Background: an optimization exercise with open tools, aiming at small area, a short achievable clock period and few clock cycles. Do not read the settings as production practice.
The RTL was checked by simulation tests, not by an equivalence proof against the original design.
Power and IR drop assume default switching activity.

==> inputs of run a <==
Design hyb_encoder, start of the top module:
module hyb_encoder (
    input  wire        clk,
    input  wire        rst,
    input  wire [19:0] cfg_knee0,        
    input  wire [19:0] cfg_knee1,        
    input  wire [19:0] cfg_knee2,        
    input  wire [2:0]  cfg_log2_s,       
    input  wire [25:0] cfg_period_ns,    
    input  wire [4:0]  cfg_width,        
    input  wire        cfg_dither_en,    
    input  wire        cfg_colour_rot,   
    input  wire [1:0]  cfg_fc,           
    input  wire        in_valid,
    output reg         in_ready,
    input  wire [19:0] in_p,
    input  wire [3:0]  in_trim,          
    input  wire [1:0]  in_colour,
    input  wire        in_x0,            
    input  wire        in_y0,            
    output reg         out_valid,
    output reg  [7:0]  out_a,
    output reg  [16:0] out_h,
    output reg  [9:0]  lad_addr,         
    input  wire [19:0] lad_rdata
);
==> flow/config.mk <==
export PLATFORM = sky130hd
export DESIGN_NAME = hyb_encoder
export DESIGN_NICKNAME = hyb_encoder
export VERILOG_FILES = /design/flow/design.v
export SDC_FILE = /design/flow/constraint.sdc
export NUM_CORES = 4
export LEC_CHECK = 0
export CAP_MARGIN = 20
export CORE_MARGIN = 2
export CORE_UTILIZATION = 60
export SLEW_MARGIN = 20
==> flow/constraint.sdc <==
create_clock -name core_clock -period 10.0 [get_ports {clk}]
set_input_delay 2.0000 -clock core_clock [delete_from_list [all_inputs] [get_ports {clk}]]
set_output_delay 2.0000 -clock core_clock [all_outputs]
set_load 0.01 [all_outputs]
standard.sh (not shown) runs the stock make flow with config.mk's settings and CLKGATE_MAP_FILE= SYNTH_SCRIPT=/design/flow/synth_recipe.tcl, a recipe that flattens the netlist after the stock synthesis.
==> flow/flow/run.sh <==
#!/bin/bash
set -euo pipefail
export SETUP_SLACK_MARGIN=6.5
export BUFFER_PORTS_ARGS="-buffer_cell sky130_fd_sc_hd__buf_4"
bash standard.sh > flow_make.log 2>&1
==> inputs of run b, as changes to run a <==
--- a/flow/design.v
+++ b/flow/design.v
@@ -37,34 +37,23 @@
         for (jx = 1; jx <= 6; jx = jx + 1)
             if (jx <= k_req && {6'd0, cfg_period_ns} >= (32'd130208 << jx))
                 k_use = jx[2:0];
     end
     reg [2:0] k_r;
-    reg [4:0] width_r;
-    reg [1:0] fc_r;
-    reg       rot_r, dith_r;
-    always @(posedge clk) begin
-        k_r     <= k_use;
-        width_r <= (cfg_width > 5'd16) ? 5'd16 : cfg_width;
-        fc_r    <= cfg_fc;
-        rot_r   <= cfg_colour_rot;
-        dith_r  <= cfg_dither_en;
-    end
+    always @(posedge clk) k_r <= k_use;
     reg [2:0]  st;
     reg        fetch_r;       
     reg        fast_r;        
     reg [4:0]  s;             
     reg [19:0] p_r;
     reg [17:0] k_r2;          
     reg [3:0]  trim_r;
     reg [1:0]  col_r;
-    reg        x0_r, y0_r;
     reg [7:0]  mp;            
     reg [7:0]  mk;            
     reg [19:0] lpa;           
     reg        lv;
-    reg [7:0]  a_r;
     reg        zero_r;
     reg [3:0]  d_r;           
     reg [19:0] kc_raw;
     always @(*) begin
         case (in_colour)
@@ -90,22 +79,23 @@
     wire [22:0] kcy   = {(kx[21:0] & ky[21:0]) | (kx[21:0] & kz[21:0]) | (ky[21:0] & kz[21:0]), 1'b0};
     wire [5:0]  klow  = {1'b0, ks[4:0]} + {1'b0, kcy[4:0]};
     wire [17:0] k_add = k_r2 + lpa[17:0] + {17'd0, lpa[18]};
     reg [1:0] m_dith;
     always @(*) begin
-        case ({y0_r, x0_r})
+        case ({in_y0, in_x0})
             2'b00:   m_dith = 2'd0;
             2'b01:   m_dith = 2'd2;
             2'b10:   m_dith = 2'd3;
             default: m_dith = 2'd1;
         endcase
     end
-    wire [1:0] cr    = rot_r ? col_r : 2'd0;
-    wire [1:0] phi   = dith_r ? (m_dith + fc_r + cr) : 2'd0;
-    wire [6:0] wphi  = width_r * phi;
-    wire [3:0] d_w   = wphi[5:2];                           
-    wire [1:0] c_w   = dith_r ? phi : 2'd2;                 
+    wire [4:0] width = (cfg_width > 5'd16) ? 5'd16 : cfg_width;
+    wire [1:0] cr    = cfg_colour_rot ? in_colour : 2'd0;
+    wire [1:0] phi   = cfg_dither_en ? (m_dith + cfg_fc + cr) : 2'd0;
+    wire [6:0] wphi  = width * phi;
+    wire [3:0] d_in  = wphi[5:2];                           
+    wire [1:0] c_in  = cfg_dither_en ? phi : 2'd2;          
     wire        s_p   = s[0];                     
     wire [4:0]  s_m1  = s - 5'd1;
     wire [2:0]  bidx  = 3'd7 - s_m1[3:1];         
     wire [7:0]  bit_b = 8'd1 << bidx;
     wire [7:0]  mask1 = ((8'd1 << bidx) - 8'd1) >> 1;       
@@ -145,51 +135,71 @@
     wire        dfree = !dv_busy || last;        
     wire        hand_f  = (st == S_SEARCH) && (s == 5'd16) && fast_r;
     wire        hand    = (st == S_ZERO) || (st == S_DEC && !fetch_r) ||
                           (st == S_FETCH) || (st == S_WAIT) || hand_f;
     wire        handoff = hand && dfree;
+    reg         zp;
+    wire        zskip   = (st == S_ZERO) && !dfree && !zp;
     wire        accept  = in_ready && in_valid;
     reg [2:0] st_n;
     always @(*) begin
         st_n = st;
         case (st)
             S_SEARCH: if (s == 5'd16) st_n = fast_r ? (handoff ? S_IDLE : S_WAIT) : S_DEC;
             S_DEC:    st_n = fetch_r ? S_FETCH : (handoff ? S_IDLE : S_WAIT);
-            S_FETCH, S_WAIT, S_ZERO: if (handoff) st_n = S_IDLE; else st_n = S_WAIT;
+            S_FETCH, S_WAIT: if (handoff) st_n = S_IDLE; else st_n = S_WAIT;
+            S_ZERO:   st_n = (handoff || zskip) ? S_IDLE : S_WAIT;
             default: ;
         endcase
         if (accept) st_n = (in_p == 20'd0) ? S_ZERO : S_SEARCH;
     end
     wire fetch_n = (st == S_SEARCH && s == 5'd16) ? (lt ? fetch1 : fetch0) : fetch_r;
     wire fast_n  = (st == S_SEARCH && s == 5'd15) ? (lt ? fast1 : fast0) : fast_r;
     wire busy_n  = handoff || (dv_busy && !last);
     wire cnt1_n  = handoff ? 1'b0 : (dv_cnt == 5'd2);
     wire free_n  = !busy_n || cnt1_n;
-    wire        h_eq  = (st != S_FETCH) && (p_r == lpa);
-    reg         dv_eq, eq_o;
-    wire [16:0] h_pow = 17'd1024 << k_r;
     wire [19:0] o_sum = dv_q + {17'd0, c_o, 1'b1};
     reg  [1:0]  c_o;
-    reg         last_q;
+    reg  [7:0]  a_o;
+    reg         last_q, zq;
+    reg [7:0] la0, la1;
+    always @(*) begin
+        la0 = lad_addr[7:0];
+        la1 = lad_addr[7:0];
+        if (st == S_SEARCH) begin
+            if (s == 5'd0) begin
+                la0 = 8'd127;                     
+                la1 = 8'd127;
+            end else if (s <= 5'd14) begin
+                la0 = nx0;
+                la1 = nx1;
+            end else if (s == 5'd16) begin
+                la0 = a0;                         
+                la1 = a1;
+            end
+        end
+        if (accept) begin
+            la0 = 8'd127;                         
+            la1 = 8'd127;
+        end
+    end
     always @(posedge clk) begin
+        lad_addr <= {accept ? in_colour : col_r, lt ? la1 : la0};
         st <= st_n;
         fetch_r <= fetch_n;
         fast_r  <= fast_n;
         f0_r    <= f0;
         f1_r    <= f1;
-        in_ready <= (st_n == S_IDLE) ||
+        in_ready <= (st_n == S_IDLE) || (st_n == S_ZERO && !zp) ||
                     (free_n && ((st_n == S_DEC && !fetch_n) || st_n == S_FETCH ||
-                                st_n == S_WAIT || st_n == S_ZERO ||
+                                st_n == S_WAIT || (st_n == S_ZERO && !zp) ||
                                 (st_n == S_SEARCH && s == 5'd15 && fast_n)));
         s <= s + 5'd1;
         if (st == S_SEARCH) begin
             if (s == 5'd0) begin
                 k_r2     <= ks[22:5];
                 lpa      <= {1'b0, klow[5], kcy[22:5]};
-                lad_addr <= {col_r, 8'd127};
-                c_r      <= c_w;
-                d_r      <= d_w;
             end else begin
                 if (s == 5'd1)
                     k_r2 <= k_add;
                 if (s_p) begin
                     if (lt) mp <= m_lt;
@@ -198,15 +208,12 @@
                         lv  <= 1'b1;
                     end
                 end else begin
                     if (lt) mk <= m_lt;
                 end
-                if (s <= 5'd14)
-                    lad_addr <= {col_r, lt ? nx1 : nx0};
                 if (s == 5'd16) begin
-                    a_r      <= lt ? a1 : a0;
-                    lad_addr <= {col_r, lt ? a1 : a0};
+                    mp       <= lt ? a1 : a0;       
                 end
             end
         end
         if (st == S_FETCH)
             lpa <= lad_rdata;
@@ -215,45 +222,50 @@
             p_r      <= in_p;
             zero_r   <= (in_p == 20'd0);
             k_r2     <= kc_in;
             trim_r   <= in_trim;
             col_r    <= in_colour;
-            x0_r     <= in_x0;
-            y0_r     <= in_y0;
+            d_r      <= d_in;
+            c_r      <= c_in;
             mp       <= 8'd0;
             mk       <= 8'd0;
             lv       <= 1'b0;
-            lad_addr <= {in_colour, 8'd127};
         end
         if (dv_busy)
             dv_q <= {dv_init ? 19'd0 : dv_q[18:0], qb};
         if (handoff) begin
-            dv_cnt  <= (zero_r || h_eq) ? 5'd2 : (5'd13 + {2'd0, k_r});
-            dv_eq   <= h_eq && !zero_r;
+            dv_cnt  <= zero_r ? 5'd2 : (5'd13 + {2'd0, k_r});
             dv_init <= 1'b1;
             dv_rem  <= p_r;
             dv_l    <= zero_r ? 20'hFFFFF : (st == S_FETCH) ? lad_rdata : lpa;
-            dv_a    <= zero_r ? 8'd0 : hand_f ? (lt ? a1 : a0) : a_r;
+            dv_a    <= zero_r ? 8'd0 : hand_f ? (lt ? a1 : a0) : mp;
             dv_c    <= c_r;
         end else if (dv_busy) begin
             dv_cnt  <= dv_cnt - 5'd1;
             dv_init <= 1'b0;
             dv_rem  <= qb ? sub[19:0] : {dv_rem[18:0], 1'b0};
         end
         dv_busy <= busy_n;
         last_q <= last;
         if (last) begin
-            out_a <= dv_a;
-            c_o   <= dv_c;
-            eq_o  <= dv_eq;
-        end
-        out_valid <= last_q;
-        out_h     <= eq_o ? h_pow : o_sum[19:3];
+            a_o  <= dv_a;
+            c_o  <= dv_c;
+        end
+        zq <= last_q && zp;
+        if (zskip)
+            zp <= 1'b1;
+        else if (zq)
+            zp <= 1'b0;
+        out_valid <= last_q || zq;
+        out_a     <= zq ? 8'd0 : a_o;
+        out_h     <= zq ? 17'd0 : o_sum[19:3];
         if (rst) begin
             st        <= S_IDLE;
             dv_busy   <= 1'b0;
             last_q    <= 1'b0;
+            zq        <= 1'b0;
+            zp        <= 1'b0;
             out_valid <= 1'b0;
             in_ready  <= 1'b0;
         end
     end
 endmodule
CORE_UTILIZATION = 40   (was 60)
==> summary.txt <==
- Design area: run b is lower than run a (0.87%).
- Against run b, the clock power of run a is higher by about 20%.
- Of run a and run b, run a has the higher via count (gap 2.2%, measured against run b).
- Against run a, the first-iteration DRC count of run b is smaller by 20%.
Testbench counts of run a, summed over its fixed seeds: cycles 73,378.
Testbench counts of run b, summed over its fixed seeds: cycles 71,260.

-- what the ideal ports hide --
Ports are ideal in the flow. The routed layouts listed here were re-timed in OpenROAD. Step 1: set_driving_cell puts a clkbuf_16 on clk and a buf_2 on each other input, an assumption about the parent block. Step 2, shift: input delay + t, output delay - t, t = (earliest + latest rising clock arrival at the registers) / 2. This alone moves slack from input paths to output paths. a / b / c = ideal ports / drivers / drivers and shift; a / b = the first two.
run	t (ns)	setup WS [ns]	hold WS [ns]
run a	0.607	5.992 / 6.005 / 5.398	0.418 / 0.418 / 0.418
run b	0.605	6.080 / 6.089 / 5.485	0.415 / 0.415 / 0.415
After both steps every run listed still meets setup and hold. The setup slack of run b, which loses most, moves by +0.009 ns with the drivers and by -0.595 ns with both steps.
